This is an optimization exercise on Yosys and OpenROAD, whose aim is small area, a short achievable clock period and few clock cycles, not a production implementation. In this exercise RTL edits were held to simulation tests only and were not proved equivalent to the original.

## flow/design.v (module list and top-level ports; edited modules follow where they fit)
// module tbcrc_unit: 1125 lines
module tbcrc_unit (
    input  wire        clk,
    input  wire        rst,
    input  wire        in_valid,
    output wire        in_ready,
    input  wire        in_first,
    input  wire        in_last,
    input  wire        in_combine,
    input  wire [1:0]  in_poly,
    input  wire [2:0]  in_nbytes,
    input  wire [63:0] in_data,
    output reg         out_valid,
    output reg  [23:0] out_crc
);
  // ...
==> flow/run.sh <==
#!/bin/bash
# synth_recipe.tcl (not shown) runs the flow's synth.tcl, then flattens the netlist and writes it again
# the make line also repeats each setting of config.mk as NAME=value (left out here)
make -C /OpenROAD-flow-scripts/flow DESIGN_CONFIG=/design/flow/config.mk WORK_HOME=/design/flow/orfs CLKGATE_MAP_FILE= SYNTH_SCRIPT=/design/flow/synth_recipe.tcl finish
==> flow/config.mk <==
export PLATFORM = sky130hd
export DESIGN_NAME = tbcrc_unit
export DESIGN_NICKNAME = tbcrc_unit
export VERILOG_FILES = /design/flow/design.v
export SDC_FILE = /design/flow/constraint.sdc
export NUM_CORES = 4
export LEC_CHECK = 0
export ABC_CLOCK_PERIOD_IN_PS = 9000
export CAP_MARGIN = 20
export CORE_MARGIN = 2
export CORE_UTILIZATION = 40
export PLACE_DENSITY = 0.6
export SLEW_MARGIN = 20
==> flow/constraint.sdc <==
create_clock -name core_clock -period 44.0 [get_ports {clk}]
set_input_delay 8.8000 -clock core_clock [delete_from_list [all_inputs] [get_ports {clk}]]
set_output_delay 8.8000 -clock core_clock [all_outputs]
set_load 0.01 [all_outputs]
==> impl_metrics.csv, run 1 <==
group,metric,value,unit
yosys,yosys_warnings,1,
status,lastStage,"1_2_yosys",
status,error_line,"ERROR: TCL interpreter returned an error: Source files actually used in the design:",
status,status,"did not finish",
Testbench counts, summed over its fixed seeds: cycles 8,818.
==> run 2: changes to the inputs <==
--- a/flow/config.mk
+++ b/flow/config.mk
@@ -6,5 +6,4 @@
 export NUM_CORES = 4
 export LEC_CHECK = 0
-export ABC_CLOCK_PERIOD_IN_PS = 9000
 export CAP_MARGIN = 20
 export CORE_MARGIN = 2
==> run 2 against run 1 <==
Net effect:
- the run again fails in 1_2_yosys
==> impl_metrics.csv, run 2 <==
group,metric,value,unit
status,lastStage,"1_2_yosys",
yosys,yosys_warnings,1,
status,error_line,"ERROR: TCL interpreter returned an error: Source files actually used in the design:",
status,status,"did not finish",
